What follows belongs to an exercise in optimizing a design on an open flow for small area, a short achievable clock period and few clock cycles per item; a production flow would make more cautious choices. At most, simulation tests tie the RTL to the original design; equivalence was not proved. No functional check of the RTL was part of runs 1 to 3.

===== design.v =====
module sha256_core (
    input  wire         clk,
    input  wire         rst,
    input  wire         start,
    input  wire [255:0] state_in,
    input  wire [511:0] block_in,
    output wire         ready,
    output reg          done,
    output wire [255:0] state_out
);
    localparam integer NR = 2;             
    localparam integer NC = 64 / NR;       
    localparam integer CW = NC > 32 ? 6 : NC > 16 ? 5 : NC > 8 ? 4 : NC > 4 ? 3 : 2;
    localparam [2047:0] K = {
        32'h428a2f98, 32'h71374491, 32'hb5c0fbcf, 32'he9b5dba5,
        32'h3956c25b, 32'h59f111f1, 32'h923f82a4, 32'hab1c5ed5,
        32'hd807aa98, 32'h12835b01, 32'h243185be, 32'h550c7dc3,
        32'h72be5d74, 32'h80deb1fe, 32'h9bdc06a7, 32'hc19bf174,
        32'he49b69c1, 32'hefbe4786, 32'h0fc19dc6, 32'h240ca1cc,
        32'h2de92c6f, 32'h4a7484aa, 32'h5cb0a9dc, 32'h76f988da,
        32'h983e5152, 32'ha831c66d, 32'hb00327c8, 32'hbf597fc7,
        32'hc6e00bf3, 32'hd5a79147, 32'h06ca6351, 32'h14292967,
        32'h27b70a85, 32'h2e1b2138, 32'h4d2c6dfc, 32'h53380d13,
        32'h650a7354, 32'h766a0abb, 32'h81c2c92e, 32'h92722c85,
        32'ha2bfe8a1, 32'ha81a664b, 32'hc24b8b70, 32'hc76c51a3,
        32'hd192e819, 32'hd6990624, 32'hf40e3585, 32'h106aa070,
        32'h19a4c116, 32'h1e376c08, 32'h2748774c, 32'h34b0bcb5,
        32'h391c0cb3, 32'h4ed8aa4a, 32'h5b9cca4f, 32'h682e6ff3,
        32'h748f82ee, 32'h78a5636f, 32'h84c87814, 32'h8cc70208,
        32'h90befffa, 32'ha4506ceb, 32'hbef9a3f7, 32'hc67178f2
    };
    function [31:0] bsig0(input [31:0] x);
        bsig0 = {x[1:0], x[31:2]} ^ {x[12:0], x[31:13]} ^ {x[21:0], x[31:22]};
    endfunction
    function [31:0] bsig1(input [31:0] x);
        bsig1 = {x[5:0], x[31:6]} ^ {x[10:0], x[31:11]} ^ {x[24:0], x[31:25]};
    endfunction
    function [31:0] ssig0(input [31:0] x);
        ssig0 = {x[6:0], x[31:7]} ^ {x[17:0], x[31:18]} ^ {3'b000, x[31:3]};
    endfunction
    function [31:0] ssig1(input [31:0] x);
        ssig1 = {x[16:0], x[31:17]} ^ {x[18:0], x[31:19]} ^ {10'b0, x[31:10]};
    endfunction
    function [63:0] csa(input [31:0] x, input [31:0] y, input [31:0] z);
        csa = {x ^ y ^ z, ((x & y) | (x & z) | (y & z)) << 1};
    endfunction
    function [31:0] add_sk(input [31:0] x, input [31:0] y);
        reg [31:0] g, p;
        integer l, j;
        begin
            g = x & y;
            p = x ^ y;
            for (l = 0; l < 5; l = l + 1)
                for (j = 0; j < 32; j = j + 1)
                    if ((j >> l) & 1) begin
                        g[j] = g[j] | (p[j] & g[((j >> l) << l) - 1]);
                        p[j] = p[j] & p[((j >> l) << l) - 1];
                    end
            add_sk = (x ^ y) ^ {g[30:0], 1'b0};
        end
    endfunction
    function [31:0] add_bk(input [31:0] x, input [31:0] y);
        reg [31:0] g, p;
        integer l, j;
        begin
            g = x & y;
            p = x ^ y;
            for (l = 0; l < 5; l = l + 1)
                for (j = 0; j < 32; j = j + 1)
                    if (((j + 1) % (2 << l)) == 0) begin
                        g[j] = g[j] | (p[j] & g[j - (1 << l)]);
                        p[j] = p[j] & p[j - (1 << l)];
                    end
            for (l = 3; l >= 0; l = l - 1)
                for (j = 0; j < 32; j = j + 1)
                    if (((j + 1) % (2 << l)) == (1 << l) && j >= (2 << l)) begin
                        g[j] = g[j] | (p[j] & g[j - (1 << l)]);
                        p[j] = p[j] & p[j - (1 << l)];
                    end
            add_bk = (x ^ y) ^ {g[30:0], 1'b0};
        end
    endfunction
    reg          busy;      
    reg          rdy;       
    reg [CW-1:0] cnt;       
    wire         last = (cnt == NC - 1);
    wire         acc  = start & ~busy;
    reg  [63:0]  kr;        
    reg  [255:0] wst;       
    reg  [255:0] hs;        
    reg  [511:0] wwin;      
    assign ready     = rdy;
    assign state_out = hs;
    wire [32*(NR+4)-1:0] av;      
    wire [32*(NR+4)-1:0] ev;      
    assign av[127:0] = wst[255:128];
    assign ev[127:0] = wst[127:0];
    genvar i;
    generate
        for (i = 0; i < NR; i = i + 1) begin : g_round
            wire [31:0] ra = av[32*(i+4) - 1 -: 32];
            wire [31:0] rb = av[32*(i+3) - 1 -: 32];
            wire [31:0] rc = av[32*(i+2) - 1 -: 32];
            wire [31:0] rd = av[32*(i+1) - 1 -: 32];
            wire [31:0] re = ev[32*(i+4) - 1 -: 32];
            wire [31:0] rf = ev[32*(i+3) - 1 -: 32];
            wire [31:0] rg = ev[32*(i+2) - 1 -: 32];
            wire [31:0] rh = ev[32*(i+1) - 1 -: 32];
            wire [31:0] kt = kr[63 - 32*i -: 32];
            wire [31:0] wt = wwin[511 - 32*i -: 32];
            wire [31:0] ha = (i == NR - 1 && last) ? hs[255:224] : 32'd0;
            wire [31:0] he = (i == NR - 1 && last) ? hs[127:96]  : 32'd0;
            wire [31:0] s1 = bsig1(re);
            wire [31:0] ch = (re & rf) ^ (~re & rg);
            wire [31:0] s0 = bsig0(ra);
            wire [31:0] mj = (ra & rb) ^ (ra & rc) ^ (rb & rc);
            wire [63:0] p0 = csa(rh, kt, wt);
            wire [63:0] pe = csa(p0[63:32], p0[31:0], rd);
            wire [63:0] pa, pe2;
            if (i == 0) begin : g_first
                wire [63:0] x1 = csa(s1, ch, s0);
                wire [63:0] x2 = csa(p0[63:32], p0[31:0], mj);
                wire [63:0] x3 = csa(x1[63:32], x1[31:0], x2[63:32]);
                wire [63:0] x4 = csa(x3[63:32], x3[31:0], x2[31:0]);
                wire [63:0] y1 = csa(s1, ch, rd);
                wire [63:0] y2 = csa(p0[63:32], p0[31:0], y1[63:32]);
                wire [63:0] y3 = csa(y2[63:32], y2[31:0], y1[31:0]);
                if (NR == 1) begin : g_ff
                    wire [63:0] x5 = csa(x4[63:32], x4[31:0], ha);
                    wire [63:0] y4 = csa(y3[63:32], y3[31:0], he);
                    assign pa = x5;
                    assign pe2 = y4;
                end else begin : g_noff
                    assign pa = x4;
                    assign pe2 = y3;
                end
            end else begin : g_next
                wire [63:0] ea = csa(p0[63:32], p0[31:0], ha);
                wire [63:0] ee = csa(pe[63:32], pe[31:0], he);
                wire [63:0] x1 = csa(s1, ch, s0);
                wire [63:0] x2 = csa(ea[63:32], ea[31:0], mj);
                wire [63:0] x3 = csa(x1[63:32], x1[31:0], x2[63:32]);
                wire [63:0] x4 = csa(x3[63:32], x3[31:0], x2[31:0]);
                wire [63:0] y1 = csa(ee[63:32], ee[31:0], s1);
                wire [63:0] y2 = csa(y1[63:32], y1[31:0], ch);
                assign pa = x4;
                assign pe2 = y2;
            end
            assign av[32*(i+5) - 1 -: 32] = add_sk(pa[63:32], pa[31:0]);
            assign ev[32*(i+5) - 1 -: 32] = add_sk(pe2[63:32], pe2[31:0]);
        end
    endgenerate
    wire [255:0] nxt = {av[32*(NR+4)-1 -: 128], ev[32*(NR+4)-1 -: 128]};
    wire [32*NR-1:0] wnew;        
    wire [512+32*NR-1:0] wall = {wwin, wnew};
    generate
        for (i = 0; i < NR; i = i + 1) begin : g_sched
            localparam integer TOP = 512 + 32*NR - 1;
            wire [31:0] w_m16 = wall[TOP - 32*i        -: 32];
            wire [31:0] w_m15 = wall[TOP - 32*(i + 1)  -: 32];
            wire [31:0] w_m7  = wall[TOP - 32*(i + 9)  -: 32];
            wire [31:0] w_m2  = wall[TOP - 32*(i + 14) -: 32];
            wire [63:0] q1 = csa(ssig1(w_m2), w_m7, ssig0(w_m15));
            wire [63:0] q2 = csa(q1[63:32], q1[31:0], w_m16);
            assign wnew[32*NR - 1 - 32*i -: 32] = add_bk(q2[63:32], q2[31:0]);
        end
    endgenerate
    always @(posedge clk) begin
        if (rst) begin
            busy <= 1'b0;
            rdy  <= 1'b1;
            done <= 1'b0;
        end else begin
            done <= busy & last;
            if (acc) begin
                busy <= 1'b1;
                rdy  <= 1'b0;
            end else if (last) begin
                busy <= 1'b0;
                rdy  <= 1'b1;
            end
        end
    end
    wire [CW-1:0] cnt_n = busy ? cnt + 1'b1 : {CW{1'b0}};
    always @(posedge clk) begin
        cnt <= cnt_n;
        kr  <= K[2047 - 64*cnt_n -: 64];
    end
    always @(posedge clk) begin
        if (!busy) begin
            wst  <= state_in;
            wwin <= block_in;
        end else begin
            wst  <= nxt;
            wwin <= wall[512+32*NR-1 - 32*NR -: 512];
        end
    end
    wire [255:0] ffa = last ? nxt : 256'd0;
    always @(posedge clk) begin
        if (!busy)
            hs <= state_in;
        else begin
            hs[255:224] <= last ? nxt[255:224] : hs[255:224];
            hs[223:192] <= add_bk(hs[223:192], ffa[223:192]);
            hs[191:160] <= add_bk(hs[191:160], ffa[191:160]);
            hs[159:128] <= add_bk(hs[159:128], ffa[159:128]);
            hs[127:96]  <= last ? nxt[127:96] : hs[127:96];
            hs[95:64]   <= add_bk(hs[95:64], ffa[95:64]);
            hs[63:32]   <= add_bk(hs[63:32], ffa[63:32]);
            hs[31:0]    <= add_bk(hs[31:0], ffa[31:0]);
        end
    end
endmodule

===== flow/run.sh =====
#!/bin/bash
# The standard ORFS layout (the standard.sh), with three changes to how
# it is made:
#  - synthesis skips the generic ABC pass that Yosys's synth runs before the
#    adder extraction (SYNTH_ARGS=-noabc); the registers are the same, and
#    the final ABC mapping still runs;
#  - the port buffers are the smallest buffer instead of the resizer's pick
#    (every port still gets its own buffer);
#  - timing repair aims for a larger setup slack than zero, so that the
#    achieved period gets shorter.  The clock and the SDC are the standard flow's.
# The tools' output goes to standard.log; ORFS's own logs are under orfs/logs.
set -euo pipefail
MARGIN=$(cat flow/margin.txt)
bash standard.sh "SYNTH_ARGS=-noabc" \
    "BUFFER_PORTS_ARGS=-buffer_cell sky130_fd_sc_hd__buf_1" \
    "SETUP_SLACK_MARGIN=$MARGIN" finish > standard.log 2>&1

===== flow/margin.txt =====
25

===== standard.sh =====
#!/bin/bash
# synth_recipe.tcl (not shown) runs the flow's synth.tcl, then flattens the netlist and writes it again
# the make line also repeats each setting of config.mk as NAME=value (left out here)
make -C /OpenROAD-flow-scripts/flow DESIGN_CONFIG=/design/flow/config.mk WORK_HOME=/design/flow/orfs CLKGATE_MAP_FILE= SYNTH_SCRIPT=/design/flow/synth_recipe.tcl "${@:-finish}"

===== config.mk =====
export PLATFORM = sky130hd
export DESIGN_NAME = sha256_core
export DESIGN_NICKNAME = sha256_core
export VERILOG_FILES = /design/flow/design.v
export SDC_FILE = /design/flow/constraint.sdc
export NUM_CORES = 4
export LEC_CHECK = 0
export ABC_AREA = 1
export CAP_MARGIN = 20
export CORE_MARGIN = 2
export CORE_UTILIZATION = 40
export SLEW_MARGIN = 20

===== constraint.sdc =====
create_clock -name core_clock -period 34.0 [get_ports {clk}]
set_input_delay 6.8000 -clock core_clock [delete_from_list [all_inputs] [get_ports {clk}]]
set_output_delay 6.8000 -clock core_clock [all_outputs]
set_load 0.01 [all_outputs]

==> results of run 1 <==
[cell type report]
class | count | area [um2]
flip-flops and latches | 1096 | 22700
repair buffers | 1211 | 5470
multi-input cells | 6125 | 47100
inverters | 555 | 2200
clock buffers | 180 | 3840
well taps | 2340 | 2930
diodes | 13 | 32.5
fillers | 17300 | 91100
clock inverters | 66 | 746
[sequential cells by signal, indices dropped and copies added, names as in the netlist]
name	cells
done	1
hs	256
kr	64
cnt	5
wst	256
rdy	1
wwin	512
busy	1
[routing by layer]
layer	part of all wire, %	vias up	global-route usage, %	routed length [um]
met5	0.012	-	0	44
met4	5.2	8	17.0	18300
met3	10	538	10.4	35300
met2	43	3157	56.3	153000
met1	42	31300	52.3	148000
li1	-	27400	-	-
[logic make-up after synthesis]
logic type,synth area share [%]
AO/OA/AOI/OAI,7.17
XOR/XNOR,8.80
buffers and inverters,4.43
adder cells (fa/ha/maj),29.2
AND/OR/NAND/NOR,18.5
flip-flops,31.9
[synthesized netlist by cell type, types with 14 or more instances]
library cell	instances
nand2_1	2684
dfxtp_1	1032
fa_1	809
inv_1	541
o21ai_0	515
xnor2_1	454
nor2_1	416
ha_1	361
xor2_1	229
clkbuf_1	227
a21oi_1	194
nand3_1	116
edfxtp_1	64
nor3_1	45
a21o_1	30
nand4_1	28
o31ai_1	26
a221oi_1	22
a31oi_1	21
buf_2	20
a31o_2	16
nand2_2	16
o21bai_1	16
inv_2	14
or2_2	14
[timing repair]
action                     CTS  global route
pin swaps                    4            46
gates resized for setup    141           258
buffers inserted            30            73
setup endpoints to repair  100            83
[per-stage QoR]
stage                     hold WS, ns  worst slack (ns)  instance area, um2  util (%)
after floorplan                 0.403             26.05               70800         -
after global placement          0.405             23.16               77200      43.9
after detailed placement        0.408             23.79               77300      43.9
after CTS                       0.414             24.87               83000      47.1
after global routing            0.437             24.88               85000      48.3
final                           0.417             25.14               85000      48.3
[worst paths after layout]
path / from / end
worst max register to register: wst[248] / hs[250]
worst min register to register: wwin[342] / wwin[406]
worst min-delay path: wwin[342] / wwin[406]
worst max-delay path: wst[248] / hs[250]
[worst min-delay path: stages, from the launching register on]
cell	delay, ns
dfxtp_1	0.30
nand2_1	0.05
nand2_1	0.05
==> reports/metrics.cfg, run 1 <==
[outcome]
status=finished clean

[global_route]
track_usage_pct=38.2
grt_max_degree=230
grt_pass1_vias=60200
grt-ovfl-total=0
grt_pass1_wl_um=473000
antenna_found_initial=31

[critical_path]
worstSetupPathType=flip-flop to flip-flop
cp.arrival_ns=9.37
worstSetupStartpointType=flip-flop
cp_max_fo=6
cpMostUsedCell=fa_1
cpLargestDelayFamily=adder cells
slowest_delay_ns=0.57
crit_slowest_cell=fa_1
crit_cells=29
critPathCaptureType=flip-flop
critPathBufInv=2
required_ns=34.51
r2r_slack_ns=25.14
reg2regPathDepth=29

[yosys]
yosys_warnings=1
synth_cell_types=63
yosysTopAreaCell=dfxtp_1
synthTopCellsByArea=dfxtp_1 29%, fa_1 23%, nand2_1 14%
syn-num-nets=9980
synth_ff_type=dfxtp_1
synth_top_area_share_pct=29.2
ys_ff_latch=1096
netlist_instances=8039
yosysSeqAreaShare_pct=31.9
postSynth.asyncResetShare_pct=0
synth_edf_count=64
syn-cell-area_um2=70800
syn_avg_cell_area_um2=8.81

[sta]
period_share_pct=26.1
max_slew.worst_pin.slew_ns=1.20
slew_headroom_pct=18.9
setup_viol=0
setup_tns_ns=0
slew_viol_final=0
finalCriticalPeriod_ns=8.86
hold_viol=0
fin_skew_ns=0.0295
rsz0062_at_grt=yes
max_freq_mhz=113

[floorplan]
fp.dieW_um=425
start_util_pct=40.2
row_count=154
dieArea_um2=180000
core_um2=176000
num_io_pins=1029
die-height_um=425

[clocking]
cts_tree=yes
clk_latency_ns=0.81
path_clk_slew_ns=0.07
numCtsBuffers=135
htree_levels=4
cts-root-buf=clkbuf_16
cts.sinks=1096
clock_path_buffers=3
cts_hold_buf=0

[routing]
viasPerCell=5.39
wl_per_cell_um=30.6
drc=0
wirelength_um=354000
via_count=62500
first_pass_iters=8
drt_iter0_markers=6953
ant_nets=0

[min_path]
hp-class=flip-flop to flip-flop
hold-path-cell-count=2

[finish]
area_growth_pct=20.1
final_cells=11600
mostFrequentLayoutCell=nand2_1
finalNetCount=11100
drive_gt1_share_pct=8.65
final_cell_mix=2,669 x nand2_1, 1,028 x buf_1, 980 x dfxtp_1

[place]
post-dp-hpwl_um=299000
gp_congestion=1.07
portBuffers=1028
place_inst=11200

[run]
drv_cap=0

==> run 2: changes to the inputs <==
==> flow/margin.txt (replaced) <==
23
==> run 2 against run 1 <==
Against the previous run:
- setup slack lost 1.8 ns
- register-to-register slack worse by 1.8 ns
- non-clock buffer count decreased by 103
- global-route usage shrank 0.21 points
- hold slack got worse by 0.0017 ns
- wire length fell by 0.80%
- flip-flop and latch count is the same
- via count is 1.2% lower
- maximum frequency down 17%
- synthesized cell count stayed put
- clock skew rose by 0.0019 ns
==> reports/metrics.cfg, run 2 <==
[routing]
ant_nets=0  ; unchanged
drt_iter0_markers=6711  ; was 6,953
first_pass_iters=6  ; was 8
wl_per_cell_um=30.6  ; about the same
drc=0  ; unchanged
viasPerCell=5.37  ; was 5.39
via_count=61700  ; was 62,500
wirelength_um=351000  ; was 354,000 um

[critical_path]
cp_max_fo=8  ; was 6
cp.arrival_ns=11.07  ; was 9.37 ns
worstSetupPathType=flip-flop to flip-flop  ; unchanged
reg2reg_from=wst[97]  ; was wst[248]
critPathCaptureType=flip-flop  ; unchanged
critPathBufInv=2  ; unchanged
crit_start=wst[97]  ; was wst[248]
cpMostUsedCell=nand2_1  ; was fa_1
slowest_delay_ns=0.82  ; was 0.57 ns
crit_slowest_cell=a31oi_1  ; was fa_1
cpLargestDelayFamily=adder cells  ; unchanged
worstSetupStartpointType=flip-flop  ; unchanged
required_ns=34.45  ; was 34.51 ns

[yosys]
synth_edf_count=64  ; unchanged
syn_avg_cell_area_um2=8.81  ; unchanged
yosysTopAreaCell=dfxtp_1  ; unchanged
synth_cell_types=63  ; unchanged
postSynth.asyncResetShare_pct=0  ; unchanged
netlist_instances=8039  ; unchanged
syn-num-nets=9980  ; unchanged
ys_ff_latch=1096  ; unchanged
synthTopCellsByCount=2,684 x nand2_1, 1,032 x dfxtp_1, 809 x fa_1  ; unchanged
synth_ff_type=dfxtp_1  ; unchanged
syn-cell-area_um2=70800  ; unchanged
yosys_warnings=1  ; unchanged
synthTopCellsByArea=dfxtp_1 29%, fa_1 23%, nand2_1 14%  ; unchanged
yosysSeqAreaShare_pct=31.9  ; unchanged
synth_top_area_share_pct=29.2  ; unchanged
yosys.cell_count.top_type=nand2_1  ; unchanged

[sta]
slew_viol_final=0  ; unchanged
setup_viol=0  ; unchanged
setup_tns_ns=0  ; unchanged
rsz0062_at_grt=no  ; was yes
period_share_pct=31.3  ; was 26.1%
fin_skew_ns=0.0313  ; was 0.0295 ns
max_slew.worst_pin.slew_ns=1.18  ; was 1.20 ns
max_freq_mhz=94.1  ; was 113 MHz
finalCriticalPeriod_ns=10.63  ; was 8.86 ns
slew_headroom_pct=20.8  ; was 18.9%
layout_setup_ws_ns=23.38  ; was 25.14 ns
hold_viol=0  ; unchanged

[floorplan]
core_um2=176000  ; unchanged
die-height_um=425  ; unchanged
num_io_pins=1029  ; unchanged
dieArea_um2=180000  ; unchanged
row_count=154  ; unchanged
start_util_pct=40.2  ; unchanged
fp.dieW_um=425  ; unchanged

[place]
post-dp-hpwl_um=299000  ; unchanged
place_ws_ns=23.79  ; unchanged
portBuffers=1028  ; unchanged
gp_congestion=1.07  ; unchanged

[finish]
multi_input_area_um2=45300  ; was 47,100 um2
reg.largest.list=wwin x512, hs x256, wst x256  ; unchanged
top_register=wwin  ; unchanged
drive_gt1_share_pct=4.73  ; was 8.65%
regArea_um2=22600  ; was 22,700 um2
finalNetCount=11000  ; was 11,100
num-fill-cells=17500  ; was 17,300
mostFrequentLayoutCell=nand2_1  ; unchanged
area_growth_pct=15.7  ; was 20.1%
final_cell_mix=2,683 x nand2_1, 1,031 x dfxtp_1, 1,028 x buf_1  ; was 2,669 x nand2_1, 1,028 x buf_1, 980 x dfxtp_1
largest_reg_flops=512  ; unchanged

[min_path]
hp-class=flip-flop to flip-flop  ; unchanged
hold_path_startpoint=wwin[342]  ; unchanged

[global_route]
grt_pass1_wl_um=471000  ; was 473,000 um
grt_pass1_vias=59900  ; was 60,200
grt-ovfl-total=0  ; unchanged
grt_max_degree=230  ; unchanged
track_usage_pct=38.0  ; was 38.2%
antenna_found_initial=29  ; was 31

[clocking]
htree_levels=4  ; unchanged
path_clk_slew_ns=0.07  ; about the same
post_cts_buffers=0  ; was 30
cts_tree=yes  ; unchanged
cts.sinks=1096  ; unchanged
clock_path_buffers=3  ; unchanged
clk_latency_ns=0.81  ; about the same
numCtsBuffers=135  ; unchanged
cts-root-buf=clkbuf_16  ; unchanged
post_cts_resized=0  ; was 141
cts_hold_buf=0  ; unchanged

[outcome]
status=finished clean  ; unchanged

[run]
drv_cap=0  ; unchanged

[run 2: final cells by class]
cell class / count / share of cell area (%)
Inverter: 555 / 2.55
Timing Repair Buffer: 1108 / 5.48
Clock buffer: 180 / 4.69
Clock inverter: 66 / 0.910
Sequential cell: 1096 / 27.5
Multi-Input combinational cell: 6125 / 55.2
Antenna cell: 17 / 0.0519
Tap cell: 2340 / 3.57
[run 2: routing by layer]
| layer | GRT usage (%) | share of wire (%) | vias to the layer above |
|---|---|---|---|
| li1 | - | - | 27300 |
| met1 | 51.8 | 42 | 30900 |
| met2 | 56.4 | 43 | 3010 |
| met3 | 10.4 | 10 | 554 |
| met4 | 16.4 | 5.0 | 12 |
| met5 | 0 | 0.045 | - |
[run 2: cell families (layout without fill, tap and decap cells)]
group	after synthesis	after routing	share of synthesized area, %
flip-flops	1096	1096	31.9
adder cells (fa/ha/maj)	1170	1170	29.2
other	0	17	0
buffers and inverters	818	1909	4.43
AO/OA/AOI/OAI	906	906	7.17
AND/OR/NAND/NOR	3352	3352	18.5
XOR/XNOR	697	697	8.80
[run 2: through the flow]
step / cells / hold slack (ns) / util (%) / instance area (um2)
finish: 11500 / 0.415 / 46.6 / 82000
global route: 11500 / 0.437 / 46.5 / 82000
CTS: 11500 / 0.414 / 46.5 / 81900
detailed placement: 11200 / 0.408 / 43.9 / 77300
global placement: 11200 / 0.405 / 43.9 / 77200
floorplan: 8039 / 0.403 / - / 70800
[run 2: tightest hold or removal path: stages, from the launching register on]
cell,delay (ns)
dfxtp_1,0.30
nand2_1,0.04
nand2_1,0.05
[run 2: final timing paths]
kind                                   to  slack, ns  cells after the start
worst max-delay path              hs[123]      23.38                     34
worst max register to register    hs[123]      23.38                     34
worst min register to register  wwin[406]       0.42                      2
worst min-delay path            wwin[406]       0.42                      2
==> run 3: changes to the inputs <==
==> flow/margin.txt (replaced) <==
25
--- a/config.mk
+++ b/config.mk
@@ -10,3 +10,4 @@
 export CORE_MARGIN = 2
 export CORE_UTILIZATION = 40
+export CTS_BUF_LIST = sky130_fd_sc_hd__clkbuf_4 sky130_fd_sc_hd__clkbuf_8
 export SLEW_MARGIN = 20
==> run 3 against run 2 <==
Against the previous run:
- clock-buffer cell count increased by 110
- highest routed layer unchanged
- still clean on timing, DRC and antenna
- register-to-register slack better by 1.8 ns
- setup slack improved by 1.8 ns
- design area increased by 4.1%
- global-route usage is 0.22 points higher
- sequential share of layout area decreased by 0.94 points
- critical path depth decreased by 6
- die area unchanged
- area after synthesis is the same
- hold slack improved by 0.00095 ns
==> reports/metrics.cfg, run 3 <==
[yosys]
yosysTopAreaCell=dfxtp_1  ; unchanged
synthTopCellsByCount=2,684 x nand2_1, 1,032 x dfxtp_1, 809 x fa_1  ; unchanged
synthTopCellsByArea=dfxtp_1 29%, fa_1 23%, nand2_1 14%  ; unchanged
syn-cell-area_um2=70800  ; unchanged
yosysSeqAreaShare_pct=31.9  ; unchanged
netlist_instances=8039  ; unchanged
ys_ff_latch=1096  ; unchanged
synth_ff_type=dfxtp_1  ; unchanged
synth_top_area_share_pct=29.2  ; unchanged
postSynth.asyncResetShare_pct=0  ; unchanged
synth_cell_types=63  ; unchanged
yosys.cell_count.top_type=nand2_1  ; unchanged
syn-num-nets=9980  ; unchanged
yosys_warnings=1  ; unchanged
syn_avg_cell_area_um2=8.81  ; unchanged
synth_edf_count=64  ; unchanged

[clocking]
path_clk_slew_ns=0.06  ; was 0.07 ns
cts-root-buf=clkbuf_8  ; was clkbuf_16
cts.sinks=1096  ; unchanged
numCtsBuffers=198  ; was 135
cts_tree=yes  ; unchanged
htree_levels=4  ; unchanged
clock_path_buffers=3  ; unchanged
clk_latency_ns=1.01  ; was 0.81 ns

[finish]
largest_reg_flops=512  ; unchanged
mostFrequentLayoutCell=nand2_1  ; unchanged
multi_input_area_um2=47300  ; was 45,300 um2
num-fill-cells=17300  ; was 17,500
finalNetCount=11100  ; was 11,000
regArea_um2=22700  ; was 22,600 um2
top_register=wwin  ; unchanged
reg.largest.list=wwin x512, hs x256, wst x256  ; unchanged
area_growth_pct=20.5  ; was 15.7%
drive_gt1_share_pct=10.4  ; was 4.73%
final_cell_mix=2,668 x nand2_1, 1,028 x buf_1, 972 x dfxtp_1  ; was 2,683 x nand2_1, 1,031 x dfxtp_1, 1,028 x buf_1

[sta]
hold_viol=0  ; unchanged
rsz0062_at_grt=no  ; unchanged
period_share_pct=26.1  ; was 31.3%
finalCriticalPeriod_ns=8.86  ; was 10.63 ns
max_freq_mhz=113  ; was 94.1 MHz
setup_tns_ns=0  ; unchanged
slew_viol_final=0  ; unchanged
layout_setup_ws_ns=25.14  ; was 23.38 ns
setup_viol=0  ; unchanged
slew_headroom_pct=19.1  ; was 20.8%
fin_skew_ns=0.0562  ; was 0.0313 ns
hold_ws_ns=0.416  ; was 0.415 ns
max_slew.worst_pin.slew_ns=1.21  ; was 1.18 ns

[critical_path]
cpMostUsedCell=fa_1  ; was nand2_1
required_ns=34.75  ; was 34.45 ns
crit_slowest_cell=o21ai_0  ; was a31oi_1
critPathCaptureType=flip-flop  ; unchanged
r2r_end=hs[252]  ; was hs[123]
reg2regPathDepth=28  ; was 34
worstSetupPathType=flip-flop to flip-flop  ; unchanged
cp.arrival_ns=9.62  ; was 11.07 ns
reg2reg_from=wst[79]  ; was wst[97]
r2r_slack_ns=25.14  ; was 23.38 ns
cp_max_fo=7  ; was 8
worstSetupStartpointType=flip-flop  ; unchanged
slowest_delay_ns=0.76  ; was 0.82 ns

[routing]
drt_iter0_markers=6716  ; was 6,711
ant_nets=0  ; unchanged
wirelength_um=354000  ; was 351,000 um
via_count=62800  ; was 61,700
first_pass_iters=6  ; unchanged
viasPerCell=5.35  ; was 5.37
drc=0  ; unchanged
wl_per_cell_um=30.2  ; was 30.6 um

[min_path]
hold-path-cell-count=2  ; unchanged
hold_path_startpoint=wwin[350]  ; was wwin[342]
hold_path_end=wwin[414]  ; was wwin[406]
hp-class=flip-flop to flip-flop  ; unchanged

[global_route]
antenna_found_initial=34  ; was 29
grt_pass1_vias=60700  ; was 59,900
grt_pass1_wl_um=474000  ; was 471,000 um
track_usage_pct=38.2  ; was 38.0%
grt-ovfl-total=0  ; unchanged
grt_max_degree=230  ; unchanged

[run]
drv_cap=0  ; unchanged

[floorplan]
fp.dieW_um=425  ; unchanged
num_io_pins=1029  ; unchanged
dieArea_um2=180000  ; unchanged
core_um2=176000  ; unchanged
start_util_pct=40.2  ; unchanged
row_count=154  ; unchanged
die-height_um=425  ; unchanged

[place]
gp_congestion=1.07  ; unchanged
place_ws_ns=23.79  ; unchanged
post-dp-hpwl_um=299000  ; unchanged
portBuffers=1028  ; unchanged

[outcome]
status=finished clean  ; unchanged

[run 3: cell counts after synthesis]
No cell type changed its count.
[run 3: final cells by class]
cell class                 count  share of cell area [%]
timing repair buffer        1227                    6.53
antenna                       25                  0.0733
multi-input combinational   6125                    55.4
sequential                  1096                    26.6
clock inverter                71                   0.989
tap                         2340                    3.43
inverter                     555                    2.62
clock buffer                 290                    4.35
[run 3: worst max path at each step]
| stage | slack (ns) | cells after the start | start | to |
|---|---|---|---|---|
| 4_1_cts | 24.88 | 36 | wst[102] | hs[252] |
| 6_report | 25.14 | 28 | wst[79] | hs[252] |
| 5_1_grt | 24.94 | 38 | wst[124] | hs[252] |
| 3_5_place_dp | 23.79 | 34 | wst[122] | hs[252] |
| 3_3_place_gp | 23.16 | 34 | wst[122] | hs[252] |
| 2_1_floorplan | 26.05 | 35 | wst[2] | hs[252] |
[run 3: worst max-delay path, delay by kind of cell, from the launching register on]
kind	cells	cell delay, ns
simple gates	8	1.36
flops	1	0.45
fa+ha+maj	8	3.77
compound gates	10	2.62
buf+inv	2	0.40
[run 3: timing repair]
action / in CTS / in global routing
endpoints found under the setup margin: 99 / 84
pin swaps: 5 / 67
setup buffers: 27 / 92
gates resized for setup: 140 / 304
hold buffers: 0 / 0
[run 3: stage by stage]
stage	cell area, um2	utilization, %	cells
5_1_grt	85300	48.5	11700
2_1_floorplan	70800	-	8039
6_report	85400	48.5	11700
3_5_place_dp	77300	43.9	11200
4_1_cts	82900	47.1	11600
3_3_place_gp	77200	43.9	11200
[run 3: logic make-up (layout without fill, tap and decap cells)]
logic type,Yosys count,after routing,share of synthesized area (%)
flip-flops,1096,1096,31.9
XOR/XNOR,697,697,8.80
AND/OR/NAND/NOR,3352,3352,18.5
adder cells (fa/ha/maj),1170,1170,29.2
other,0,25,0
AO/OA/AOI/OAI,906,906,7.17
buffers and inverters,818,2143,4.43
[run 3: routing by layer]
metal | global-route usage, % | vias to the layer above | share of wire, %
met2 | 56.3 | 3153 | 43
met4 | 17.3 | 8 | 5.3
li1 | - | 27600 | -
met3 | 10.3 | 622 | 9.8
met5 | 0 | - | 0.015
met1 | 52.3 | 31400 | 42
==> run 4: changes to the inputs <==
--- a/design.v
+++ b/design.v
@@ -44,19 +44,4 @@
     function [63:0] csa(input [31:0] x, input [31:0] y, input [31:0] z);
         csa = {x ^ y ^ z, ((x & y) | (x & z) | (y & z)) << 1};
-    endfunction
-    function [31:0] add_sk(input [31:0] x, input [31:0] y);
-        reg [31:0] g, p;
-        integer l, j;
-        begin
-            g = x & y;
-            p = x ^ y;
-            for (l = 0; l < 5; l = l + 1)
-                for (j = 0; j < 32; j = j + 1)
-                    if ((j >> l) & 1) begin
-                        g[j] = g[j] | (p[j] & g[((j >> l) << l) - 1]);
-                        p[j] = p[j] & p[((j >> l) << l) - 1];
-                    end
-            add_sk = (x ^ y) ^ {g[30:0], 1'b0};
-        end
     endfunction
     function [31:0] add_bk(input [31:0] x, input [31:0] y);
@@ -147,6 +132,6 @@
                 assign pe2 = y2;
             end
-            assign av[32*(i+5) - 1 -: 32] = add_sk(pa[63:32], pa[31:0]);
-            assign ev[32*(i+5) - 1 -: 32] = add_sk(pe2[63:32], pe2[31:0]);
+            assign av[32*(i+5) - 1 -: 32] = pa[63:32] + pa[31:0];
+            assign ev[32*(i+5) - 1 -: 32] = pe2[63:32] + pe2[31:0];
         end
     endgenerate
--- a/config.mk
+++ b/config.mk
@@ -6,8 +6,6 @@
 export NUM_CORES = 4
 export LEC_CHECK = 0
-export ABC_AREA = 1
 export CAP_MARGIN = 20
 export CORE_MARGIN = 2
 export CORE_UTILIZATION = 40
-export CTS_BUF_LIST = sky130_fd_sc_hd__clkbuf_4 sky130_fd_sc_hd__clkbuf_8
 export SLEW_MARGIN = 20
==> run 4 against run 3 <==
Against the previous run:
- critical endpoint is now hs[248]
- critical path type unchanged
- hold slack improved by 0.033 ns
- setup slack got worse by 1.2 ns
- via count down 9.6%
- clock skew fell by 0.017 ns
- final cell count down 14%
- still clean
- highest routed layer unchanged
==> reports/metrics.cfg, run 4 <==
[routing]
wl_per_cell_um=33.5  ; was 30.2 um
viasPerCell=5.64  ; was 5.35
via_count=56800  ; was 62,800
first_pass_iters=6  ; unchanged
drc=0  ; unchanged
ant_nets=0  ; unchanged
drt_iter0_markers=6002  ; was 6,716
wirelength_um=338000  ; was 354,000 um

[yosys]
synth_ff_type=dfxtp_1  ; unchanged
netlist_instances=6519  ; was 8,039
postSynth.asyncResetShare_pct=0  ; unchanged
ys_ff_latch=1096  ; unchanged
synth_top_area_share_pct=28.7  ; was 29.2%
synth_cell_types=77  ; was 63
synthTopCellsByCount=1,032 x dfxtp_1, 797 x fa_1, 700 x mux2_2  ; was 2,684 x nand2_1, 1,032 x dfxtp_1, 809 x fa_1
syn-num-nets=8451  ; was 9,980
yosys.cell_count.top_type=dfxtp_1  ; was nand2_1
synth_edf_count=64  ; unchanged
syn_avg_cell_area_um2=11.1  ; was 8.81 um2
yosys_warnings=1  ; unchanged
yosysSeqAreaShare_pct=31.3  ; was 31.9%
syn-cell-area_um2=72100  ; was 70,800 um2
yosysTopAreaCell=dfxtp_1  ; unchanged
synthTopCellsByArea=dfxtp_1 29%, fa_1 22%, mux2_2 11%  ; was dfxtp_1 29%, fa_1 23%, nand2_1 14%

[global_route]
grt-ovfl-total=0  ; unchanged
grt_pass1_vias=57000  ; was 60,700
antenna_found_initial=57  ; was 34
track_usage_pct=36.0  ; was 38.2%
grt_max_degree=98  ; was 230
grt_pass1_wl_um=457000  ; was 474,000 um

[min_path]
hp-class=flip-flop to flip-flop  ; unchanged

[floorplan]
die-height_um=429  ; was 425 um
dieArea_um2=184000  ; was 180,000 um2
row_count=155  ; was 154
start_util_pct=40.3  ; was 40.2%
core_um2=179000  ; was 176,000 um2
fp.dieW_um=429  ; was 425 um
num_io_pins=1029  ; unchanged

[place]
gp_congestion=1.01  ; was 1.07
portBuffers=1028  ; unchanged
placed_area_um2=79100  ; was 77,300 um2
post-dp-hpwl_um=282000  ; was 299,000 um

[critical_path]
cp.arrival_ns=10.59  ; was 9.62 ns
critPathBufInv=5  ; was 2
required_ns=34.55  ; was 34.75 ns
cpMostUsedCell=fa_1  ; unchanged
worstSetupPathType=flip-flop to flip-flop  ; unchanged
worstSetupStartpointType=flip-flop  ; unchanged
cpLargestDelayFamily=adder cells  ; unchanged
cp_max_fo=7  ; unchanged
critPathCaptureType=flip-flop  ; unchanged
crit_slowest_cell=xnor2_1  ; was o21ai_0
slowest_delay_ns=0.63  ; was 0.76 ns

[finish]
top_register=wwin  ; unchanged
drive_gt1_share_pct=18.5  ; was 10.4%
mostFrequentLayoutCell=buf_1  ; was nand2_1
reg.largest.list=wwin x512, hs x256, wst x256  ; unchanged
area_growth_pct=19.8  ; was 20.5%
finalInstanceArea_um2=86400  ; was 85,400 um2
finalNetCount=9527  ; was 11,100
largest_reg_flops=512  ; unchanged
final_cell_mix=1,028 x buf_1, 986 x dfxtp_1, 786 x fa_1  ; was 2,668 x nand2_1, 1,028 x buf_1, 972 x dfxtp_1

[sta]
period_share_pct=29.5  ; was 26.1%
finalCriticalPeriod_ns=10.04  ; was 8.86 ns
max_slew.worst_pin.slew_ns=1.28  ; was 1.21 ns
setup_viol=0  ; unchanged
max_freq_mhz=99.6  ; was 113 MHz
slew_headroom_pct=14.1  ; was 19.1%
slew_viol_final=0  ; unchanged
hold_ws_ns=0.449  ; was 0.416 ns
rsz0062_at_grt=yes  ; was no
fin_skew_ns=0.0389  ; was 0.0562 ns
setup_tns_ns=0  ; unchanged
hold_viol=0  ; unchanged

[run]
drv_cap=0  ; unchanged

[clocking]
numCtsBuffers=133  ; was 198
clock_path_buffers=3  ; unchanged
cts-root-buf=clkbuf_16  ; was clkbuf_8
path_clk_slew_ns=0.06  ; about the same
clk_latency_ns=0.82  ; was 1.01 ns
htree_levels=4  ; unchanged
cts_hold_buf=0  ; unchanged
cts_tree=yes  ; unchanged
cts.sinks=1096  ; unchanged

[outcome]
status=finished clean  ; unchanged

-- run 4: per-layer routing --
| layer | up-vias | global-route usage [%] | part of all wire (%) |
|---|---|---|---|
| met5 | - | 0 | 0.033 |
| met3 | 527 | 10.1 | 10 |
| met2 | 3007 | 54.6 | 44 |
| met4 | 16 | 15.1 | 4.6 |
| met1 | 29000 | 48.2 | 41 |
| li1 | 24300 | - | - |
-- run 4: layout make-up --
cell class                      count  area, um2
Tap cell                         2355       2950
Antenna cell                       19       47.5
Clock buffer                      177       3790
Timing Repair Buffer             1243       5730
Clock inverter                     64        841
Inverter                           67        254
Multi-Input combinational cell   5054      50100
Sequential cell                  1096      22700
Fill cell                       16700      92500
-- run 4: final timing paths --
| check | startpoint | end | slack [ns] | cells past startpoint |
|---|---|---|---|---|
| min reg2reg | wwin[249] | wwin[313] | 0.45 | 1 |
| max reg2reg | wst[231] | hs[248] | 23.96 | 34 |
| max | wst[231] | hs[248] | 23.96 | 34 |
| min | wwin[249] | wwin[313] | 0.45 | 1 |
-- run 4: kinds of logic (layout without fill, tap and decap cells) --
kind of cell,after synthesis,in the layout,synth area share [%]
buffers and inverters,369,1551,1.92
multiplexers,705,705,11.0
flip-flops,1096,1096,31.3
XOR/XNOR,771,771,9.38
AND/OR/NAND/NOR,1412,1412,8.88
adder cells (fa/ha/maj),1225,1225,29.3
AO/OA/AOI/OAI,941,941,8.15
other,0,19,0
-- run 4: repair_timing --
item                       4_1_cts  5_1_grt
setup endpoints to repair      104       95
setup buffers                   48       43
pin swaps                       85       93
gates resized for setup        215      140
-- run 4: through the flow --
stage,setup WS [ns],utilization [%],instances
floorplan,25.01,-,6519
global placement,22.51,44.2,9723
detailed placement,22.45,44.2,9723
CTS,24.17,47.7,10000
global route,23.85,48.3,10100
finish,23.96,48.3,10100
Testbench counts of run 4, summed over its fixed seeds: cycles 79,208, items 2,400.
==> run 5: changes to the inputs <==
--- a/config.mk
+++ b/config.mk
@@ -6,4 +6,5 @@
 export NUM_CORES = 4
 export LEC_CHECK = 0
+export ABC_AREA = 1
 export CAP_MARGIN = 20
 export CORE_MARGIN = 2
==> run 5 against run 4 <==
Against the previous run:
- flip-flop and latch count unchanged
- non-clock buffer count increased by 58
- synthesized cell count increased by 26%
- setup slack improved by 1.0 ns
- utilization increased by 1.6 points
- die area decreased by 0.49%
- maximum frequency increased by 11%
- via count increased by 21%
- critical path type unchanged
- critical path depth decreased by 2
- first-iteration DRC count increased by 35%
- global-route usage increased by 11 points
==> reports/metrics.cfg, run 5 <==
[outcome]
status=finished clean  ; unchanged

[min_path]
hp-class=flip-flop to flip-flop  ; unchanged

[yosys]
yosys.cell_count.top_type=nand2_1  ; was dfxtp_1
syn_avg_cell_area_um2=8.72  ; was 11.1 um2
netlist_instances=8224  ; was 6,519
ys_ff_latch=1096  ; unchanged
synthTopCellsByArea=dfxtp_1 29%, fa_1 22%, nand2_1 14%  ; was dfxtp_1 29%, fa_1 22%, mux2_2 11%
synth_edf_count=64  ; unchanged
yosys_warnings=1  ; unchanged
synth_top_area_share_pct=28.8  ; was 28.7%
postSynth.asyncResetShare_pct=0  ; unchanged
syn-num-nets=10200  ; was 8,451
synth_ff_type=dfxtp_1  ; unchanged
syn-cell-area_um2=71800  ; was 72,100 um2
yosysTopAreaCell=dfxtp_1  ; unchanged
synth_cell_types=66  ; was 77
yosysSeqAreaShare_pct=31.5  ; was 31.3%
synthTopCellsByCount=2,626 x nand2_1, 1,032 x dfxtp_1, 797 x fa_1  ; was 1,032 x dfxtp_1, 797 x fa_1, 700 x mux2_2

[floorplan]
start_util_pct=40.2  ; was 40.3%
row_count=155  ; unchanged
fp.dieW_um=428  ; was 429 um
dieArea_um2=183000  ; was 184,000 um2
num_io_pins=1029  ; unchanged
die-height_um=428  ; was 429 um
core_um2=178000  ; was 179,000 um2

[routing]
viasPerCell=5.77  ; was 5.64
wirelength_um=443000  ; was 338,000 um
drc=0  ; unchanged
wl_per_cell_um=37.2  ; was 33.5 um
via_count=68800  ; was 56,800
drt_iter0_markers=8120  ; was 6,002
ant_nets=0  ; unchanged
first_pass_iters=6  ; unchanged

[global_route]
grt_pass1_vias=65900  ; was 57,000
grt-ovfl-total=0  ; unchanged
grt_max_degree=206  ; was 98
antenna_found_initial=67  ; was 57
grt_pass1_wl_um=576000  ; was 457,000 um
track_usage_pct=47.5  ; was 36.0%

[critical_path]
slowest_delay_ns=0.55  ; was 0.63 ns
crit_slowest_cell=a21oi_1  ; was xnor2_1
critPathCaptureType=flip-flop  ; unchanged
cp_max_fo=6  ; was 7
worstSetupStartpointType=flip-flop  ; unchanged
required_ns=34.61  ; was 34.55 ns
cp.arrival_ns=9.62  ; was 10.59 ns
worstSetupPathType=flip-flop to flip-flop  ; unchanged
cpMostUsedCell=fa_1  ; unchanged

[sta]
setup_viol=0  ; unchanged
setup_tns_ns=0  ; unchanged
max_freq_mhz=111  ; was 99.6 MHz
fin_skew_ns=0.0486  ; was 0.0389 ns
slew_headroom_pct=13.9  ; was 14.1%
finalCriticalPeriod_ns=9.01  ; was 10.04 ns
period_share_pct=26.5  ; was 29.5%
hold_viol=0  ; unchanged
max_slew.worst_pin.slew_ns=1.28  ; about the same
rsz0062_at_grt=yes  ; unchanged
slew_viol_final=0  ; unchanged

[clocking]
cts-root-buf=clkbuf_16  ; unchanged
cts_tree=yes  ; unchanged
cts.sinks=1096  ; unchanged
path_clk_slew_ns=0.07  ; was 0.06 ns
cts_hold_buf=0  ; unchanged
numCtsBuffers=138  ; was 133
clk_latency_ns=0.84  ; was 0.82 ns
htree_levels=4  ; unchanged
clock_path_buffers=3  ; unchanged

[finish]
final_cells=11900  ; was 10,100
largest_reg_flops=512  ; unchanged
reg.largest.list=wwin x512, hs x256, wst x256  ; unchanged
mostFrequentLayoutCell=nand2_1  ; was buf_1
fin_util_pct=49.9  ; was 48.3%
top_register=wwin  ; unchanged
finalNetCount=11300  ; was 9,527
area_growth_pct=24.0  ; was 19.8%
drive_gt1_share_pct=11.7  ; was 18.5%
final_cell_mix=2,607 x nand2_1, 1,028 x buf_1, 947 x dfxtp_1  ; was 1,028 x buf_1, 986 x dfxtp_1, 786 x fa_1

[place]
gp_congestion=1.11  ; was 1.01
portBuffers=1028  ; unchanged
place_inst=11500  ; was 9,723
post-dp-hpwl_um=380000  ; was 282,000 um

[run]
drv_cap=0  ; unchanged

==> run 5: worst max-delay path: cells and delay by family, from the launching register on <==
family	cells	cell delay, ns
flip-flops	1	0.47
buffers and inverters	5	0.75
adder cells (fa/ha/maj)	8	3.67
AND/OR/NAND/NOR	9	1.32
AO/OA/AOI/OAI	7	1.66
XOR/XNOR	3	0.89
==> run 5: final timing paths <==
kind,startpoint,end,slack [ns],depth (start not counted)
worst max-delay path,wst[230],hs[244],24.99,32
worst min-delay path,wwin[145],wwin[209],0.42,2
worst max register to register,wst[230],hs[244],24.99,32
worst min register to register,wwin[145],wwin[209],0.42,2
==> run 5: kinds of logic (layout without fill, tap and decap cells) <==
| group | Yosys count | count (layout) | synth area share [%] |
|---|---|---|---|
| fa+ha+maj | 1161 | 1161 | 28.6 |
| flops | 1096 | 1096 | 31.5 |
| buf+inv | 783 | 2076 | 4.14 |
| compound gates | 1107 | 1107 | 8.70 |
| other cells | 0 | 58 | 0 |
| simple gates | 3387 | 3387 | 18.5 |
| xor+xnor | 690 | 690 | 8.65 |
==> run 5: per-stage QoR <==
stage | worst slack, ns | area (um2) | hold WS (ns)
detailed placement | 22.07 | 78600 | 0.408
finish | 24.99 | 89000 | 0.419
floorplan | 26.34 | 71800 | 0.403
global placement | 21.48 | 78500 | 0.406
global route | 24.90 | 88900 | 0.435
CTS | 24.85 | 86800 | 0.422
==> run 5: final cells by class <==
| class | instances | area [um2] |
|---|---|---|
| antenna | 58 | 145 |
| clock buffer | 189 | 3860 |
| clock inverter | 63 | 1090 |
| fill | 17300 | 89500 |
| inverter | 523 | 2140 |
| multi-input combinational | 6345 | 49800 |
| sequential | 1096 | 22800 |
| tap | 2355 | 2950 |
| timing repair buffer | 1301 | 6240 |
==> run 5: what timing repair did <==
| action | in CTS | in global routing |
|---|---|---|
| pin swaps | 23 | 63 |
| resized for setup | 446 | 277 |
| gates cloned | 0 | 0 |
| setup buffers | 92 | 71 |
| endpoints found under the setup margin | 121 | 59 |
==> run 5: layer usage <==
metal	vias up	wire length [um]	track usage (%)
li1	28600	-	-
met1	34500	167000	59.1
met2	4467	187000	69.0
met3	1214	47900	14.7
met4	46	41000	35.6
met5	-	446	0.547
==> run 6: changes to the inputs <==
--- a/design.v
+++ b/design.v
@@ -45,4 +45,19 @@
         csa = {x ^ y ^ z, ((x & y) | (x & z) | (y & z)) << 1};
     endfunction
+    function [31:0] add_sk(input [31:0] x, input [31:0] y);
+        reg [31:0] g, p;
+        integer l, j;
+        begin
+            g = x & y;
+            p = x ^ y;
+            for (l = 0; l < 5; l = l + 1)
+                for (j = 0; j < 32; j = j + 1)
+                    if ((j >> l) & 1) begin
+                        g[j] = g[j] | (p[j] & g[((j >> l) << l) - 1]);
+                        p[j] = p[j] & p[((j >> l) << l) - 1];
+                    end
+            add_sk = (x ^ y) ^ {g[30:0], 1'b0};
+        end
+    endfunction
     function [31:0] add_bk(input [31:0] x, input [31:0] y);
         reg [31:0] g, p;
@@ -71,5 +86,5 @@
     wire         last = (cnt == NC - 1);
     wire         acc  = start & ~busy;
-    reg  [63:0]  kr;        
+    reg  [31:0]  kr;        
     reg  [255:0] wst;       
     reg  [255:0] hs;        
@@ -92,5 +107,11 @@
             wire [31:0] rg = ev[32*(i+2) - 1 -: 32];
             wire [31:0] rh = ev[32*(i+1) - 1 -: 32];
-            wire [31:0] kt = kr[63 - 32*i -: 32];
+            wire [31:0] kt;
+            if (i == 0) begin : g_kreg
+                assign kt = kr;
+            end else begin : g_krom
+                wire [5:0] t = {cnt, 1'b1};
+                assign kt = K[2047 - 32*t -: 32];
+            end
             wire [31:0] wt = wwin[511 - 32*i -: 32];
             wire [31:0] ha = (i == NR - 1 && last) ? hs[255:224] : 32'd0;
@@ -132,6 +153,6 @@
                 assign pe2 = y2;
             end
-            assign av[32*(i+5) - 1 -: 32] = pa[63:32] + pa[31:0];
-            assign ev[32*(i+5) - 1 -: 32] = pe2[63:32] + pe2[31:0];
+            assign av[32*(i+5) - 1 -: 32] = add_sk(pa[63:32], pa[31:0]);
+            assign ev[32*(i+5) - 1 -: 32] = add_sk(pe2[63:32], pe2[31:0]);
         end
     endgenerate
@@ -170,5 +191,5 @@
     always @(posedge clk) begin
         cnt <= cnt_n;
-        kr  <= K[2047 - 64*cnt_n -: 64];
+        kr  <= K[2047 - 64*cnt_n -: 32];
     end
     always @(posedge clk) begin
==> flow/margin.txt (replaced) <==
26
==> run 6 against run 5 <==
Against the previous run:
- synthesized cell count down 2.9%
- utilization rose by 2.4 points
- wire length decreased by 19%
- hold slack got worse by 0.0035 ns
- setup slack gained 0.34 ns
- via count down 7.1%
- critical path type unchanged
- critical endpoint is now hs[253]
==> reports/metrics.cfg, run 6 <==
[sta]
setup_tns_ns=0  ; unchanged
finalCriticalPeriod_ns=8.67  ; was 9.01 ns
period_share_pct=25.5  ; was 26.5%
fin_skew_ns=0.0406  ; was 0.0486 ns
hold_viol=0  ; unchanged
max_freq_mhz=115  ; was 111 MHz
max_slew.worst_pin.slew_ns=1.24  ; was 1.28 ns
hold_ws_ns=0.415  ; was 0.419 ns
setup_viol=0  ; unchanged
rsz0062_at_grt=yes  ; unchanged
slew_viol_final=0  ; unchanged
slew_headroom_pct=16.6  ; was 13.9%

[floorplan]
dieArea_um2=178000  ; was 183,000 um2
start_util_pct=40.2  ; about the same
die-height_um=422  ; was 428 um
num_io_pins=1029  ; unchanged
row_count=153  ; was 155
fp.dieW_um=422  ; was 428 um
core_um2=174000  ; was 178,000 um2

[critical_path]
cp.arrival_ns=9.24  ; was 9.62 ns
cpMostUsedCell=nand2_4  ; was fa_1
cp_max_fo=5  ; was 6
critPathCaptureType=flip-flop  ; unchanged
required_ns=34.57  ; was 34.61 ns
reg2regPathDepth=37  ; was 32
crit_slowest_cell=fa_2  ; was a21oi_1
worstSetupPathType=flip-flop to flip-flop  ; unchanged
r2r_slack_ns=25.33  ; was 24.99 ns
worstSetupStartpointType=flip-flop  ; unchanged
r2r_end=hs[253]  ; was hs[244]
slowest_delay_ns=0.64  ; was 0.55 ns
reg2reg_from=wwin[482]  ; was wst[230]

[clocking]
path_clk_slew_ns=0.06  ; was 0.07 ns
clk_latency_ns=0.84  ; about the same
clock_path_buffers=3  ; unchanged
numCtsBuffers=130  ; was 138
htree_levels=4  ; unchanged
cts-root-buf=clkbuf_16  ; unchanged
cts_hold_buf=0  ; unchanged
cts_tree=yes  ; unchanged
cts.sinks=1064  ; was 1,096

[min_path]
hold_path_end=wwin[175]  ; was wwin[209]
hold_path_startpoint=wwin[111]  ; was wwin[145]
hold-path-cell-count=2  ; unchanged
hp-class=flip-flop to flip-flop  ; unchanged

[place]
place_inst=11100  ; was 11,500
placed_area_um2=76400  ; was 78,600 um2
gp_congestion=1.06  ; was 1.11
portBuffers=1028  ; unchanged
post-dp-hpwl_um=297000  ; was 380,000 um

[yosys]
syn-cell-area_um2=70000  ; was 71,800 um2
netlist_instances=7982  ; was 8,224
synth_ff_type=dfxtp_1  ; unchanged
synthTopCellsByCount=2,707 x nand2_1, 1,000 x dfxtp_1, 809 x fa_1  ; was 2,626 x nand2_1, 1,032 x dfxtp_1, 797 x fa_1
synth_cell_types=60  ; was 66
synth_top_area_share_pct=28.6  ; was 28.8%
syn-num-nets=9923  ; was 10,200
synth_edf_count=64  ; unchanged
synthTopCellsByArea=dfxtp_1 29%, fa_1 23%, nand2_1 15%  ; was dfxtp_1 29%, fa_1 22%, nand2_1 14%
yosys_warnings=1  ; unchanged
yosysSeqAreaShare_pct=31.3  ; was 31.5%
postSynth.asyncResetShare_pct=0  ; unchanged
yosysTopAreaCell=dfxtp_1  ; unchanged
ys_ff_latch=1064  ; was 1,096
syn_avg_cell_area_um2=8.77  ; was 8.72 um2
yosys.cell_count.top_type=nand2_1  ; unchanged

[routing]
wl_per_cell_um=30.3  ; was 37.2 um
ant_nets=0  ; unchanged
wirelength_um=358000  ; was 443,000 um
first_pass_iters=6  ; unchanged
via_count=63900  ; was 68,800
drc=0  ; unchanged
viasPerCell=5.41  ; was 5.77
drt_iter0_markers=6892  ; was 8,120

[global_route]
grt_pass1_vias=62300  ; was 65,900
grt_pass1_wl_um=480000  ; was 576,000 um
track_usage_pct=39.0  ; was 47.5%
grt-ovfl-total=0  ; unchanged
grt_max_degree=164  ; was 206
antenna_found_initial=30  ; was 67

[finish]
largest_reg_flops=512  ; unchanged
area_growth_pct=29.8  ; was 24.0%
reg.largest.list=wwin x512, hs x256, wst x256  ; unchanged
top_register=wwin  ; unchanged
final_cells=11800  ; was 11,900
final_cell_mix=2,638 x nand2_1, 788 x buf_1, 780 x fa_1  ; was 2,607 x nand2_1, 1,028 x buf_1, 947 x dfxtp_1
finalInstanceArea_um2=90900  ; was 89,000 um2
finalNetCount=11300  ; about the same
drive_gt1_share_pct=19.2  ; was 11.7%
mostFrequentLayoutCell=nand2_1  ; unchanged

[outcome]
status=finished clean  ; unchanged

[run]
drv_cap=0  ; unchanged

-- run 6: changes by cell type after synthesis, sizes merged, moves of 14 or more --
cell	delta
a21oi	-108
nand2	+82
o21ai	-71
inv	-33
dfxtp	-32
xnor2	+22
a21o	-21
nor2	-17
a31oi	-14
-- run 6: timing repair --
item	4_1_cts	5_1_grt
setup buffers	291	143
pin swaps	80	174
hold endpoints to repair	0	0
endpoints found under the setup margin	383	360
resized for setup	1192	423
-- run 6: kinds of logic (layout without fill, tap and decap cells) --
logic type                 Yosys count  count (layout)  share of synthesized area, %
AOI/OAI and AO/OA                  873             873                          6.97
xor gates and xnor gates           709             709                          9.05
adders and majority gates         1170            1170                          29.6
buffers and inverters              756            2266                          4.12
DFF                               1064            1064                          31.3
other                                0               9                             0
and+or+nand+nor                   3410            3410                          19.0
-- run 6: area by class of cell --
cell class | instances | area (um2)
fillers | 16500 | 83100
multi-input cells | 6162 | 49200
flip-flops and latches | 1064 | 22500
repair buffers | 1538 | 9720
clock buffers | 171 | 3630
well taps | 2325 | 2910
inverters | 492 | 1980
clock inverters | 65 | 938
diodes | 9 | 22.5
-- run 6: worst max-delay path: cells and delay by family, from the launching register on --
family / cells / cell delay [ns]
xor gates and xnor gates: 2 / 0.35
buffers and inverters: 3 / 0.36
adders and majority gates: 10 / 4.56
and+or+nand+nor: 20 / 2.41
AOI/OAI and AO/OA: 2 / 0.33
DFF: 1 / 0.35
-- run 6: routing by layer --
| metal | share of wire (%) | track usage (%) |
|---|---|---|
| met5 | 0.072 | 0.618 |
| met4 | 5.9 | 18.0 |
| met3 | 10 | 10.6 |
| met2 | 44 | 59.0 |
| met1 | 40 | 51.7 |
-- run 6: worst max path at each step --
stage | from | end | slack (ns) | depth (start not counted)
after floorplan | wst[98] | hs[253] | 26.02 | 44
after global placement | wst[97] | hs[253] | 23.71 | 41
after detailed placement | wst[97] | hs[252] | 23.66 | 39
after CTS | wst[228] | hs[253] | 25.32 | 40
after global routing | wst[98] | hs[254] | 25.07 | 37
final | wwin[482] | hs[253] | 25.33 | 37
-- run 6: per-stage QoR --
stage / worst slack, ns / util (%)
detailed placement: 23.66 / 43.9
global route: 25.07 / 52.2
finish: 25.33 / 52.2
floorplan: 26.02 / -
CTS: 25.32 / 50.4
global placement: 23.71 / 43.9
Testbench counts of run 6, summed over its fixed seeds: cycles 79,208, items 2,400.
==> run 7: changes to the inputs <==
==> flow/margin.txt (replaced) <==
24.5
==> run 7 against run 6 <==
Against the previous run:
- still clean on timing, DRC and antenna
- utilization decreased by 4.4 points
- clock-buffer cell count shrank 2
- die area stayed put
- register-to-register slack lost 0.51 ns
- sequential share of layout area grew 1.8 points
- maximum frequency shrank 5.6%
- highest routed layer unchanged
==> reports/metrics.cfg, run 7 <==
[outcome]
status=finished clean  ; unchanged

[sta]
slew_viol_final=0  ; unchanged
max_slew.worst_pin.slew_ns=1.23  ; was 1.24 ns
setup_tns_ns=0  ; unchanged
period_share_pct=27.0  ; was 25.5%
finalCriticalPeriod_ns=9.18  ; was 8.67 ns
max_freq_mhz=109  ; was 115 MHz
hold_viol=0  ; unchanged
rsz0062_at_grt=no  ; was yes
layout_setup_ws_ns=24.82  ; was 25.33 ns
setup_viol=0  ; unchanged
fin_skew_ns=0.0356  ; was 0.0406 ns
slew_headroom_pct=17.5  ; was 16.6%

[routing]
drc=0  ; unchanged
drt_iter0_markers=7167  ; was 6,892
top_layer_used=met5  ; unchanged
wl_per_cell_um=30.4  ; was 30.3 um
ant_nets=0  ; unchanged
wl_met2_um=151000  ; was 157,000 um
met3WireLength_um=36300  ; was 36,800 um
via_count=62000  ; was 63,900
viasPerCell=5.40  ; was 5.41
wirelength_um=349000  ; was 358,000 um
first_pass_iters=6  ; unchanged
wl_met1_um=142000  ; was 143,000 um

[finish]
top_register=wwin  ; unchanged
multi_input_area_um2=46600  ; was 49,200 um2
final_cell_mix=2,700 x nand2_1, 1,028 x buf_1, 954 x dfxtp_1  ; was 2,638 x nand2_1, 788 x buf_1, 780 x fa_1
reg.largest.list=wwin x512, hs x256, wst x256  ; unchanged
regArea_um2=22000  ; was 22,500 um2
fin_util_pct=47.8  ; was 52.2%
num-fill-cells=17100  ; was 16,500
largest_reg_flops=512  ; unchanged
mostFrequentLayoutCell=nand2_1  ; unchanged
finalInstanceArea_um2=83200  ; was 90,900 um2
area_growth_pct=18.7  ; was 29.8%
drive_gt1_share_pct=7.28  ; was 19.2%
finalNetCount=11000  ; was 11,300

[critical_path]
cpMostUsedCell=nand2_1  ; was nand2_4
cpLargestDelayFamily=adder cells  ; unchanged
critPathBufInv=3  ; unchanged
critPathCaptureType=flip-flop  ; unchanged
cp_max_fo=6  ; was 5
slowest_delay_ns=0.54  ; was 0.64 ns
worstSetupPathType=flip-flop to flip-flop  ; unchanged
required_ns=34.55  ; was 34.57 ns
crit_slowest_cell=fa_1  ; was fa_2
worstSetupStartpointType=flip-flop  ; unchanged
cp.arrival_ns=9.73  ; was 9.24 ns

[yosys]
ys_ff_latch=1064  ; unchanged
yosys.cell_count.top_type=nand2_1  ; unchanged
synth_edf_count=64  ; unchanged
yosysSeqAreaShare_pct=31.3  ; unchanged
syn_avg_cell_area_um2=8.77  ; unchanged
postSynth.asyncResetShare_pct=0  ; unchanged
synthAdderAreaFrac_pct=29.6  ; unchanged
synthTopCellsByCount=2,707 x nand2_1, 1,000 x dfxtp_1, 809 x fa_1  ; unchanged
synth_ff_type=dfxtp_1  ; unchanged
yosys_warnings=1  ; unchanged
syn-num-nets=9923  ; unchanged
synthTopCellsByArea=dfxtp_1 29%, fa_1 23%, nand2_1 15%  ; unchanged
synthSimpleGateAreaFrac_pct=19.0  ; unchanged
synth_cell_types=60  ; unchanged
synth_top_area_share_pct=28.6  ; unchanged
synth_compound_area_share_pct=6.97  ; unchanged
synth_top_family_by_area=adder cells  ; unchanged
syn-cell-area_um2=70000  ; unchanged
synth_mux_area_share_pct=0  ; unchanged
yosysTopAreaCell=dfxtp_1  ; unchanged
netlist_instances=7982  ; unchanged
synthXorXnorAreaFrac_pct=9.05  ; unchanged

[floorplan]
fp.dieW_um=422  ; unchanged
start_util_pct=40.2  ; unchanged
num_io_pins=1029  ; unchanged
dieArea_um2=178000  ; unchanged
row_count=153  ; unchanged
core_um2=174000  ; unchanged
die-height_um=422  ; unchanged

[clocking]
path_clk_slew_ns=0.06  ; about the same
clk_latency_ns=0.82  ; was 0.84 ns
clock_path_buffers=3  ; unchanged
cts_tree=yes  ; unchanged
cts-root-buf=clkbuf_16  ; unchanged
htree_levels=4  ; unchanged
numCtsBuffers=130  ; unchanged
cts.sinks=1064  ; unchanged
cts_hold_buf=0  ; unchanged

[place]
portBuffers=1028  ; unchanged
place_ws_ns=23.42  ; was 23.66 ns
placed_area_um2=76500  ; was 76,400 um2
gp_congestion=1.07  ; was 1.06
post-dp-hpwl_um=296000  ; was 297,000 um

[global_route]
grt_pass1_vias=60500  ; was 62,300
grt-ovfl-total=0  ; unchanged
track_usage_pct=38.2  ; was 39.0%
grt_pass1_wl_um=471000  ; was 480,000 um
antenna_found_initial=37  ; was 30
grt_max_degree=190  ; was 164

[run]
drv_cap=0  ; unchanged

[min_path]
hp-class=flip-flop to flip-flop  ; unchanged

## run 7: cell counts after synthesis
Identical to the previous run, type by type.
## run 7: cell families (layout without fill, tap and decap cells)
| family | after synthesis | in the layout |
|---|---|---|
| AND/OR/NAND/NOR | 3410 | 3410 |
| adder cells (fa/ha/maj) | 1170 | 1170 |
| flip-flops | 1064 | 1064 |
| AO/OA/AOI/OAI | 873 | 873 |
| buffers and inverters | 756 | 1910 |
| XOR/XNOR | 709 | 709 |
| other | 0 | 26 |
## run 7: per-stage QoR
stage | hold slack [ns] | instances
2_1_floorplan | 0.403 | 7982
3_3_place_gp | 0.406 | 11200
3_5_place_dp | 0.409 | 11200
4_1_cts | 0.414 | 11400
5_1_grt | 0.427 | 11500
6_report | 0.412 | 11500
## run 7: worst register-to-register path, delay by kind of cell, from the launching register on
kind            cells  cell delay (ns)
xor+xnor            3             1.02
compound gates      4             0.94
buf+inv             3             0.48
fa+ha+maj           9             3.86
simple gates       20             2.24
flops               1             0.40
## run 7: layout make-up
class                   count  area share (%)
multi-input cells        6162            56.0
flip-flops and latches   1064            26.5
repair buffers           1182            6.23
clock buffers             169            4.39
well taps                2325            3.50
inverters                 492            2.32
clock inverters            67           0.949
diodes                     26          0.0782
## run 7: layer usage
layer  vias to the layer above  track usage [%]
met3                       633             11.0
met1                     30900             51.0
li1                      27300                -
met5                         -                0
met2                      3143             56.5
met4                        20             18.5
## run 7: worst paths after layout
path / start / slack, ns / cells after the start / to
setup reg to reg: wst[98] / 24.82 / 39 / hs[253]
setup / recovery: wst[98] / 24.82 / 39 / hs[253]
hold / removal: wwin[290] / 0.41 / 2 / wwin[354]
hold reg to reg: wwin[290] / 0.41 / 2 / wwin[354]
## run 7: timing repair
item / 4_1_cts / 5_1_grt
gates resized for setup: 73 / 201
setup buffers: 11 / 61
pin swaps: 3 / 21
endpoints found under the setup margin: 89 / 42

==> separate check: timing with driven ports <==
The flow's constraints put no driver on any port. The routed layouts listed below were extracted and timed again, unchanged, in two steps.
Step 1 sets driving cells, clkbuf_16 on the clock port and buf_2 on the other inputs (assumed; they add their load-dependent delay and slew).
Step 2 adds t to the input delays and takes it off the output delays; t is the mean of the earliest and latest rising clock arrival at the registers after step 1. Input paths then give back, and output paths get back, about the clock's delay inside the block.
a / b / c = ideal / step 1 / step 2; a / b = the first two.
| run | shift t [ns] | setup WS [ns] | worst setup path at the end | worst slew at a driven data input, ns | cell pins on the clock port's net |
|---|---|---|---|---|---|
| run 1 | 0.891 | 25.137 / 25.137 / 25.137 | register to register | 0.14 | 1 |
| run 2 | 0.891 | 23.375 / 23.375 / 23.375 | register to register | 0.14 | 1 |
| run 3 | 1.067 | 25.135 / 25.135 / 25.135 | register to register | 0.14 | 1 |
| run 4 | 0.901 | 23.964 / 23.964 / 23.964 | register to register | 0.20 | 1 |
| run 5 | 0.919 | 24.991 / 24.991 / 24.991 | register to register | 0.25 | 1 |
| run 6 | 0.921 | 25.330 / 25.330 / 25.330 | register to register | 0.13 | 1 |
| run 7 | 0.886 | 24.819 / 24.819 / 24.819 | register to register | 0.20 | 1 |
After both steps setup and hold are still met in every run listed.
